Background: an optimization exercise with open tools, aiming at small area, a short achievable clock period and few clock cycles per item. Do not read the settings as production practice. Where RTL was checked, it was by simulation tests only, not by an equivalence proof against the original. The clock port is modelled as an ideal driver; clocking choices that lean on that would not hold on a real chip. No activity file was given, so power comes from the tool's default toggle rates.

lane 1:
Design ras_strip_enc, start of the top module:
module ras_strip_enc #(
    parameter MAXW = 32                  
) (
    input  wire        clk,
    input  wire        rst,              
    input  wire        in_valid,
    output wire        in_ready,
    input  wire [15:0] in_data,          
    input  wire        in_sof,           
    input  wire        in_eof,           
    input  wire [4:0]  cfg_depth,        
    input  wire        cfg_mosaic,       
    input  wire [5:0]  cfg_width,        
    output wire        out_valid,
    input  wire        out_ready,
    output wire [7:0]  out_data,
    output wire        out_last          
);
==> flow/config.mk <==
export PLATFORM = sky130hd
export DESIGN_NAME = ras_strip_enc
export DESIGN_NICKNAME = ras_strip_enc
export VERILOG_FILES = /design/flow/design.v
export SDC_FILE = /design/flow/constraint.sdc
export NUM_CORES = 8
export LEC_CHECK = 0
export CAP_MARGIN = 50
export CORE_MARGIN = 2
export CORE_UTILIZATION = 40
export SLEW_MARGIN = 70
==> flow/constraint.sdc <==
create_clock -name core_clock -period 18.0 [get_ports {clk}]
set_input_delay 3.6000 -clock core_clock [delete_from_list [all_inputs] [get_ports {clk}]]
set_output_delay 3.6000 -clock core_clock [all_outputs]
set_load 0.01 [all_outputs]
standard.sh (not shown) runs the stock make flow with config.mk's settings and CLKGATE_MAP_FILE= SYNTH_SCRIPT=/design/flow/synth_recipe.tcl, a recipe that flattens the netlist after the stock synthesis.
==> flow/flow/run.sh <==
#!/bin/bash
# The standard layout (standard.sh: the standard flow's synthesis and ORFS flow), with
# two changes to how the layout is optimised, none to the constraints:
#  - repair_timing is asked for extra setup slack (SETUP_SLACK_MARGIN), so
#    that it keeps sizing and buffering paths well below the clock period;
#  - the port buffers are buf_4 cells.
# Each step's output goes to a log file of its own in this folder.
set -euo pipefail
export SETUP_SLACK_MARGIN=12.5
export BUFFER_PORTS_ARGS="-buffer_cell sky130_fd_sc_hd__buf_4"
bash standard.sh synth > synth.log 2>&1
bash standard.sh floorplan > floorplan.log 2>&1
bash standard.sh place > place.log 2>&1
bash standard.sh cts > cts.log 2>&1
bash standard.sh route > route.log 2>&1
bash standard.sh finish > finish.log 2>&1
## Diff of input files: lane 2 against lane 1
Settings: setting CTS_CLUSTER_SIZE to 30 for the first time.
==> flow/run.sh (new file) <==
#!/bin/bash
# synth_recipe.tcl (not shown) runs the flow's synth.tcl, then flattens the netlist and writes it again
# the make line also repeats each setting of config.mk as NAME=value (left out here)
make -C /OpenROAD-flow-scripts/flow DESIGN_CONFIG=/design/flow/config.mk WORK_HOME=/design/flow/orfs CLKGATE_MAP_FILE= SYNTH_SCRIPT=/design/flow/synth_recipe.tcl finish
removed: flow/flow/run.sh
removed: flow/standard.sh
## What came out
- Status | lane 2 and lane 1 | clean
- For static leakage, lane 1 and lane 2 come out practically identical.
- Of lane 2 and lane 1, the higher setup slack belongs to lane 1.
- Sequential share of layout area came out lower on lane 2 than on lane 1.
- Met2 track demand over resource in global routing: lane 2 vs lane 1, no meaningful difference
- Lane 1 → lane 2: power rose by 0.57%; routed wire length higher; utilization grew by 0.16 points; part of the power in combinational logic saw an increase.
- Lower pin count of the biggest net entering global routing goes to lane 1 over lane 2.
Function was not checked in any run of this note: the RTL went through the layout flow alone.

---

## before
ras_strip_enc, a different RTL version from the one above (not shown whole).
Size: roughly 8600 cells after synthesis, about 3400 flip-flops, roughly 130000 sq um of cells after synthesis.
==> flow/design.v (excerpt) <==
module ras_strip_enc #(
    parameter MAXW = 32                  
) (
    input  wire        clk,
    input  wire        rst,              
    input  wire        in_valid,
    output wire        in_ready,
    input  wire [15:0] in_data,          
    input  wire        in_sof,           
    input  wire        in_eof,           
    input  wire [4:0]  cfg_depth,        
    input  wire        cfg_mosaic,       
    input  wire [5:0]  cfg_width,        
    output wire        out_valid,
    input  wire        out_ready,
    output wire [7:0]  out_data,
    output wire        out_last          
);
    localparam ESC = 24;
    reg         adv;                     
    assign in_ready = adv;
    integer i;
    reg         v1;
    reg [15:0]  x1r;                     
    reg         sof1, eof1;
    reg [4:0]   depth1;
    reg         mos1;
    reg [5:0]   w1;
    reg [7:0]   hmask1;                  
    reg [5:0]   col1;
    reg [1:0]   row1;                    
    reg         odd1;
    wire        take    = adv & in_valid;
    wire        wrap1   = (col1 + 6'd1 == w1);
    always @(posedge clk) begin
        if (rst)
            v1 <= 1'b0;
        else if (adv)
            v1 <= in_valid;
        if (take) begin
            x1r  <= in_data;
            sof1 <= in_sof;
            eof1 <= in_eof;
  ...
clock: 18.0 ns
lec_check: 0
cap_margin: 50
core_margin: 2
core_utilization: 30
slew_margin: 70
run.sh (not shown) runs the stock make flow with config.mk's settings and CLKGATE_MAP_FILE= SYNTH_SCRIPT=/design/flow/synth_recipe.tcl, a recipe that flattens the netlist after the stock synthesis.
Stock flow here: none of the scripts above is used.
The inputs of after differ from those of before as listed below.
# before
export LEC_CHECK = 0
export CAP_MARGIN = 50
export CORE_MARGIN = 2
export CORE_UTILIZATION = 30
export SLEW_MARGIN = 70
create_clock -name core_clock -period 18.0 [get_ports {clk}]
# after
export LEC_CHECK = 0
export CAP_MARGIN = 20
export CORE_MARGIN = 2
export CORE_UTILIZATION = 30
export SLEW_MARGIN = 20
create_clock -name core_clock -period 18.0 [get_ports {clk}]
[summary]
after went all the way through synthesis, placement and routing and the layout is clean on timing, DRC and antenna.
before has lower post-route clock period utilization than after.
after — final area about 3.4% lower, before as reference
The lower setup skew after layout came out of before.
Comparing before and after, the higher largest net degree at the start of global routing is on after.
after vs. before: power in the clock group went up by 3.4%.
Post-route core utilization (lower): after
No run of this note included a check of the RTL's function; only the layout flow was run.

---

Another version of the RTL of ras_strip_enc (not shown whole).
For scale: about 7700 cells after synthesis, about 3200 flip-flops, ~45 I/O pins, ~130000 um2 of cells after synthesis.
==> flow/config.mk <==
export PLATFORM = sky130hd
export DESIGN_NAME = ras_strip_enc
export DESIGN_NICKNAME = ras_strip_enc
export VERILOG_FILES = /design/flow/design.v
export SDC_FILE = /design/flow/constraint.sdc
export NUM_CORES = 8
export LEC_CHECK = 0
export CAP_MARGIN = 30
export CORE_MARGIN = 2
export CORE_UTILIZATION = 50
export CTS_BUF_LIST = sky130_fd_sc_hd__clkbuf_4 sky130_fd_sc_hd__clkbuf_8 sky130_fd_sc_hd__clkbuf_16
export CTS_CLUSTER_DIAMETER = 80
export CTS_CLUSTER_SIZE = 25
export SLEW_MARGIN = 40
==> flow/constraint.sdc <==
create_clock -name core_clock -period 18.0 [get_ports {clk}]
set_input_delay 3.6000 -clock core_clock [delete_from_list [all_inputs] [get_ports {clk}]]
set_output_delay 3.6000 -clock core_clock [all_outputs]
set_load 0.01 [all_outputs]
standard.sh (not shown) runs the stock make flow with config.mk's settings and CLKGATE_MAP_FILE= SYNTH_SCRIPT=/design/flow/synth_recipe.tcl, a recipe that flattens the netlist after the stock synthesis.
==> flow/flow/run.sh <==
#!/bin/bash
# The standard layout (standard.sh: the standard flow's synthesis and ORFS flow, all
# steps), with two changes to how it is made, none to the constraints:
#  - the buffers that ORFS puts on every input and output port are buf_4
#    cells (BUFFER_PORTS_ARGS);
#  - after clock tree synthesis, io_cells.tcl gives the output ports' buffers
#    and the flip-flops that drive them a stronger drive (same cell types).
# Each step's output goes to a log file of its own in this folder.
set -euo pipefail
export BUFFER_PORTS_ARGS="-buffer_cell sky130_fd_sc_hd__buf_4"
export POST_CTS_TCL="$PWD/flow/io_cells.tcl"
bash standard.sh synth > synth.log 2>&1
bash standard.sh floorplan > floorplan.log 2>&1
bash standard.sh place > place.log 2>&1
bash standard.sh cts > cts.log 2>&1
bash standard.sh route > route.log 2>&1
bash standard.sh finish > finish.log 2>&1
==> flow/flow/io_cells.tcl <==
# Faster cells on the paths to the output ports: each output port's buffer
# becomes a buf_8, and a plain flip-flop that drives such a buffer gets the
# strongest drive of its kind (same cell type, so the same register).
set block [ord::get_db_block]
set changed 0
foreach bterm [$block getBTerms] {
  if {[$bterm getIoType] != "OUTPUT"} { continue }
  set net [$bterm getNet]
  foreach iterm [$net getITerms] {
    if {![$iterm isOutputSignal]} { continue }
    set buf [$iterm getInst]
    set bm [[$buf getMaster] getName]
    if {[string match "sky130_fd_sc_hd__buf_*" $bm] && $bm != "sky130_fd_sc_hd__buf_8"} {
      replace_cell [$buf getName] sky130_fd_sc_hd__buf_8
      incr changed
    }
    foreach bin [$buf getITerms] {
      if {![$bin isInputSignal]} { continue }
      set n2 [$bin getNet]
      if {$n2 == "NULL"} { continue }
      foreach it2 [$n2 getITerms] {
        if {![$it2 isOutputSignal]} { continue }
        set ff [$it2 getInst]
        set fm [[$ff getMaster] getName]
        if {[regexp {^sky130_fd_sc_hd__dfxtp_[12]$} $fm]} {
          replace_cell [$ff getName] sky130_fd_sc_hd__dfxtp_4
          incr changed
        }
      }
    }
  }
}
puts "io_cells: $changed cells replaced"
detailed_placement
The first run produced a clean layout.
Testbench counts at the start, summed over its fixed seeds: cycles 135,486, items 127,122.
==> next run, changes <==
==> flow/flow/run.sh (replaced) <==
#!/bin/bash
# The standard layout (standard.sh: the standard flow's synthesis and ORFS flow, all
# steps), with one change to how it is made: the buffers that ORFS puts on
# every input and output port are buf_4 cells (BUFFER_PORTS_ARGS).
# Each step's output goes to a log file of its own in this folder.
set -euo pipefail
export BUFFER_PORTS_ARGS="-buffer_cell sky130_fd_sc_hd__buf_4"
bash standard.sh synth > synth.log 2>&1
bash standard.sh floorplan > floorplan.log 2>&1
bash standard.sh place > place.log 2>&1
bash standard.sh cts > cts.log 2>&1
bash standard.sh route > route.log 2>&1
bash standard.sh finish > finish.log 2>&1
--- a/flow/config.mk
+++ b/flow/config.mk
@@ -8,5 +8,5 @@
 export CAP_MARGIN = 30
 export CORE_MARGIN = 2
-export CORE_UTILIZATION = 50
+export CORE_UTILIZATION = 45
 export CTS_BUF_LIST = sky130_fd_sc_hd__clkbuf_4 sky130_fd_sc_hd__clkbuf_8 sky130_fd_sc_hd__clkbuf_16
 export CTS_CLUSTER_DIAMETER = 80
removed: flow/flow/io_cells.tcl
Outcome: The changed run finished clean. Cell count is higher by 3.2%. Non-clock buffer count is unchanged. Sequential share of layout area barely changes.

---

ras_strip_enc, a different RTL version from the one above (not shown whole).
Size in the first run: roughly 8,600 cells after synthesis, ~0.13 mm2 of cells after synthesis.
// ras_strip_enc
module ras_strip_enc #(
    parameter MAXW = 32                  
) (
    input  wire        clk,
    input  wire        rst,              
    input  wire        in_valid,
    output wire        in_ready,
    input  wire [15:0] in_data,          
    input  wire        in_sof,           
    input  wire        in_eof,           
    input  wire [4:0]  cfg_depth,        
    input  wire        cfg_mosaic,       
    input  wire [5:0]  cfg_width,        
    output wire        out_valid,
    input  wire        out_ready,
    output wire [7:0]  out_data,
    output wire        out_last          
);
clock: 18.0 ns
lec_check: 0
cap_margin: 50
core_margin: 2
core_utilization: 40
cts_buf_list: sky130_fd_sc_hd__clkbuf_4 sky130_fd_sc_hd__clkbuf_8 sky130_fd_sc_hd__clkbuf_16
cts_cluster_diameter: 100
cts_cluster_size: 30
slew_margin: 70
==> flow/flow/run.sh <==
#!/bin/bash
# The standard layout (standard.sh: the standard flow's synthesis and ORFS flow, all
# steps), with one change to how it is made: the buffers that ORFS puts on
# every input and output port are buf_4 cells (BUFFER_PORTS_ARGS).
# Each step's output goes to a log file of its own in this folder.
set -euo pipefail
export BUFFER_PORTS_ARGS="-buffer_cell sky130_fd_sc_hd__buf_4"
bash standard.sh synth > synth.log 2>&1
bash standard.sh floorplan > floorplan.log 2>&1
bash standard.sh place > place.log 2>&1
bash standard.sh cts > cts.log 2>&1
bash standard.sh route > route.log 2>&1
bash standard.sh finish > finish.log 2>&1
==> next run, changes <==
==> flow/run.sh (new file) <==
#!/bin/bash
# synth_recipe.tcl (not shown) runs the flow's synth.tcl, then flattens the netlist and writes it again
# the make line also repeats each setting of config.mk as NAME=value (left out here)
make -C /OpenROAD-flow-scripts/flow DESIGN_CONFIG=/design/flow/config.mk WORK_HOME=/design/flow/orfs CLKGATE_MAP_FILE= SYNTH_SCRIPT=/design/flow/synth_recipe.tcl finish
- CTS_BUF_LIST: sky130_fd_sc_hd__clkbuf_4 sky130_fd_sc_hd__clkbuf_8 sky130_fd_sc_hd__clkbuf_16 -> not set
- CTS_CLUSTER_DIAMETER: 100 -> not set
- CTS_CLUSTER_SIZE: 30 -> not set
removed: flow/flow/run.sh
removed: flow/standard.sh
Effect: Non-clock buffer count increases by 4; clock power goes up by well over a third; routed wire length grows by a few percent.
==> next run, changes <==
==> flow/flow/run.sh (new file) <==
#!/bin/bash
# The standard layout (standard.sh: the standard flow's synthesis and ORFS flow, all
# steps), with one change to how it is made: the buffers that ORFS puts on
# every input and output port are buf_4 cells (BUFFER_PORTS_ARGS).
# Each step's output goes to a log file of its own in this folder.
set -euo pipefail
export BUFFER_PORTS_ARGS="-buffer_cell sky130_fd_sc_hd__buf_4"
bash standard.sh synth > synth.log 2>&1
bash standard.sh floorplan > floorplan.log 2>&1
bash standard.sh place > place.log 2>&1
bash standard.sh cts > cts.log 2>&1
bash standard.sh route > route.log 2>&1
bash standard.sh finish > finish.log 2>&1
==> flow/standard.sh (new file) <==
#!/bin/bash
# synth_recipe.tcl (not shown) runs the flow's synth.tcl, then flattens the netlist and writes it again
# the make line also repeats each setting of config.mk as NAME=value (left out here)
make -C /OpenROAD-flow-scripts/flow DESIGN_CONFIG=/design/flow/config.mk WORK_HOME=/design/flow/orfs CLKGATE_MAP_FILE= SYNTH_SCRIPT=/design/flow/synth_recipe.tcl "${@:-finish}"
- CTS_BUF_LIST: not set -> sky130_fd_sc_hd__clkbuf_8
removed: flow/run.sh
Result: Register-to-register slack degrades by 0.02 ns; clock-buffer cell count goes up by 146; worst setup slack is better by 0.19 ns.
No run of this note included a check of the RTL's function; only the layout flow was run.

---

ras_strip_enc, a different RTL version from the one above (not shown whole).
For scale: roughly 3200 flip-flops, about 45 I/O pins, about 0.13 mm^2 of cells after synthesis.
export LEC_CHECK = 0
export CAP_MARGIN = 30
export CORE_MARGIN = 2
export CORE_UTILIZATION = 50
export CTS_BUF_LIST = sky130_fd_sc_hd__clkbuf_4 sky130_fd_sc_hd__clkbuf_8 sky130_fd_sc_hd__clkbuf_16
export CTS_CLUSTER_DIAMETER = 60
export CTS_CLUSTER_SIZE = 32
export SLEW_MARGIN = 40
create_clock -name core_clock -period 18.0 [get_ports {clk}]
==> flow/flow/run.sh <==
#!/bin/bash
# The standard layout (standard.sh: the standard flow's synthesis and ORFS flow, all
# steps), with one change to how it is made: the buffers that ORFS puts on
# every input and output port are buf_4 cells (BUFFER_PORTS_ARGS).
# Each step's output goes to a log file of its own in this folder.
set -euo pipefail
export BUFFER_PORTS_ARGS="-buffer_cell sky130_fd_sc_hd__buf_4"
bash standard.sh synth > synth.log 2>&1
bash standard.sh floorplan > floorplan.log 2>&1
bash standard.sh place > place.log 2>&1
bash standard.sh cts > cts.log 2>&1
bash standard.sh route > route.log 2>&1
bash standard.sh finish > finish.log 2>&1
Testbench counts at the start, summed over its fixed seeds: cycles 136,400, items 127,122.
Then changed:
--- a/flow/config.mk
+++ b/flow/config.mk
@@ -9,6 +9,6 @@
 export CORE_MARGIN = 2
-export CORE_UTILIZATION = 50
+export CORE_UTILIZATION = 60
 export CTS_BUF_LIST = sky130_fd_sc_hd__clkbuf_4 sky130_fd_sc_hd__clkbuf_8 sky130_fd_sc_hd__clkbuf_16
-export CTS_CLUSTER_DIAMETER = 60
-export CTS_CLUSTER_SIZE = 32
+export CTS_CLUSTER_DIAMETER = 80
+export CTS_CLUSTER_SIZE = 25
 export SLEW_MARGIN = 40
Area after synthesis does not change.
Wire length fell by 1.8%.
Sequential share of layout area rose by 1.2 points.
Worst hold slack improved by 0.0044 ns.
First-iteration DRC count rose by 6.4%.
Setup slack improved by 0.029 ns.
Count of clock-buffer cells in the layout fell by 13.
Then changed:
--- a/flow/config.mk
+++ b/flow/config.mk
@@ -9,3 +9,3 @@
 export CORE_MARGIN = 2
-export CORE_UTILIZATION = 60
+export CORE_UTILIZATION = 40
 export CTS_BUF_LIST = sky130_fd_sc_hd__clkbuf_4 sky130_fd_sc_hd__clkbuf_8 sky130_fd_sc_hd__clkbuf_16
The changed run completed without violations.
Total power rose slightly.
Setup slack loses 0.066 ns.
Final cell count rose by roughly a tenth.
First-iteration DRC count fell by a few percent.
Then changed:
--- a/flow/flow/run.sh
+++ b/flow/flow/run.sh
@@ -2,4 +2,7 @@
 # The standard layout (standard.sh: the standard flow's synthesis and ORFS flow, all
-# steps), with one change to how it is made: the buffers that ORFS puts on
-# every input and output port are buf_4 cells (BUFFER_PORTS_ARGS).
+# steps), with two changes to how it is made, none to the constraints:
+#  - the buffers that ORFS puts on every input and output port are buf_4
+#    cells (BUFFER_PORTS_ARGS);
+#  - after clock tree synthesis, io_cells.tcl gives the output ports' buffers
+#    and the flip-flops that drive them a stronger drive (same cell types).
 # Each step's output goes to a log file of its own in this folder.
@@ -7,2 +10,3 @@
 export BUFFER_PORTS_ARGS="-buffer_cell sky130_fd_sc_hd__buf_4"
+export POST_CTS_TCL="$PWD/flow/io_cells.tcl"
 bash standard.sh synth > synth.log 2>&1
==> flow/flow/io_cells.tcl (new file) <==
# Faster cells on the paths to the output ports: each output port's buffer
# becomes a buf_8, and a plain flip-flop that drives such a buffer gets the
# strongest drive of its kind (same cell type, so the same register).
set block [ord::get_db_block]
set changed 0
foreach bterm [$block getBTerms] {
  if {[$bterm getIoType] != "OUTPUT"} { continue }
  set net [$bterm getNet]
  foreach iterm [$net getITerms] {
    if {![$iterm isOutputSignal]} { continue }
    set buf [$iterm getInst]
    set bm [[$buf getMaster] getName]
    if {[string match "sky130_fd_sc_hd__buf_*" $bm] && $bm != "sky130_fd_sc_hd__buf_8"} {
      replace_cell [$buf getName] sky130_fd_sc_hd__buf_8
      incr changed
    }
    foreach bin [$buf getITerms] {
      if {![$bin isInputSignal]} { continue }
      set n2 [$bin getNet]
      if {$n2 == "NULL"} { continue }
      foreach it2 [$n2 getITerms] {
        if {![$it2 isOutputSignal]} { continue }
        set ff [$it2 getInst]
        set fm [[$ff getMaster] getName]
        if {[regexp {^sky130_fd_sc_hd__dfxtp_[12]$} $fm]} {
          replace_cell [$ff getName] sky130_fd_sc_hd__dfxtp_4
          incr changed
        }
      }
    }
  }
}
puts "io_cells: $changed cells replaced"
detailed_placement
The changed run finished with timing, DRC and antenna clean.
Routed wire length hardly moves.
Die area is unchanged.
Total power hardly moves.
Combinational power hardly moves.

==> port drivers added, routing unchanged <==
Ports are ideal in the flow. The routed layouts listed here were re-timed in OpenROAD.
Step 1: set_driving_cell puts a clkbuf_16 on clk and a buf_2 on each other input, an assumption about the parent block.
Step 2 times the ports against the registers' clock, not the clock port: input delays grow and output delays shrink by t, the midpoint of the rising clock arrivals with the driver on.
Three values: ideal, step 1, step 2; two values: the first two.
run | t, ns | slack for setup (ns) | hold WS [ns] | worst setup path at the end
lane 1 | 1.008 | 12.754 / 12.658 / 12.986 | 0.351 / 0.351 / 0.351 | register to register
lane 2 | 1.012 | 12.483 / 12.387 / 12.601 | 0.356 / 0.356 / 0.356 | input to register
before | 1.030 | 12.351 / 12.252 / 12.665 | 0.400 / 0.400 / 0.400 | input to register
after | 1.031 | 11.842 / 11.842 / 11.842 | 0.399 / 0.399 / 0.399 | register to register
the first run of note 3 | 0.953 | 13.041 / 12.944 / 12.376 | 0.384 / 0.384 / 0.384 | input to register
the second run of note 3 | 0.942 | 12.972 / 12.875 / 12.572 | 0.399 / 0.399 / 0.399 | input to register
the first run of note 4 | 0.967 | 12.845 / 12.751 / 12.978 | 0.362 / 0.362 / 0.362 | input to register
the second run of note 4 | 1.002 | 12.369 / 12.273 / 12.543 | 0.403 / 0.403 / 0.403 | input to register
the third run of note 4 | 1.246 | 12.563 / 12.473 / 12.962 | 0.321 / 0.321 / 0.321 | input to register
the first run of note 5 | 0.980 | 12.975 / 12.882 / 12.577 | 0.393 / 0.393 / 0.393 | input to register
the second run of note 5 | 0.957 | 13.004 / 12.923 / 12.539 | 0.397 / 0.397 / 0.397 | input to register
the third run of note 5 | 0.971 | 12.938 / 12.840 / 12.703 | 0.346 / 0.346 / 0.346 | input to register
the fourth run of note 5 | 0.976 | 12.997 / 12.896 / 12.702 | 0.346 / 0.346 / 0.346 | input to register
After both steps setup and hold are still met in every run listed. For the first run of note 3, which loses most, drivers alone change the setup slack by -0.097 ns; drivers and shift together by -0.665 ns.
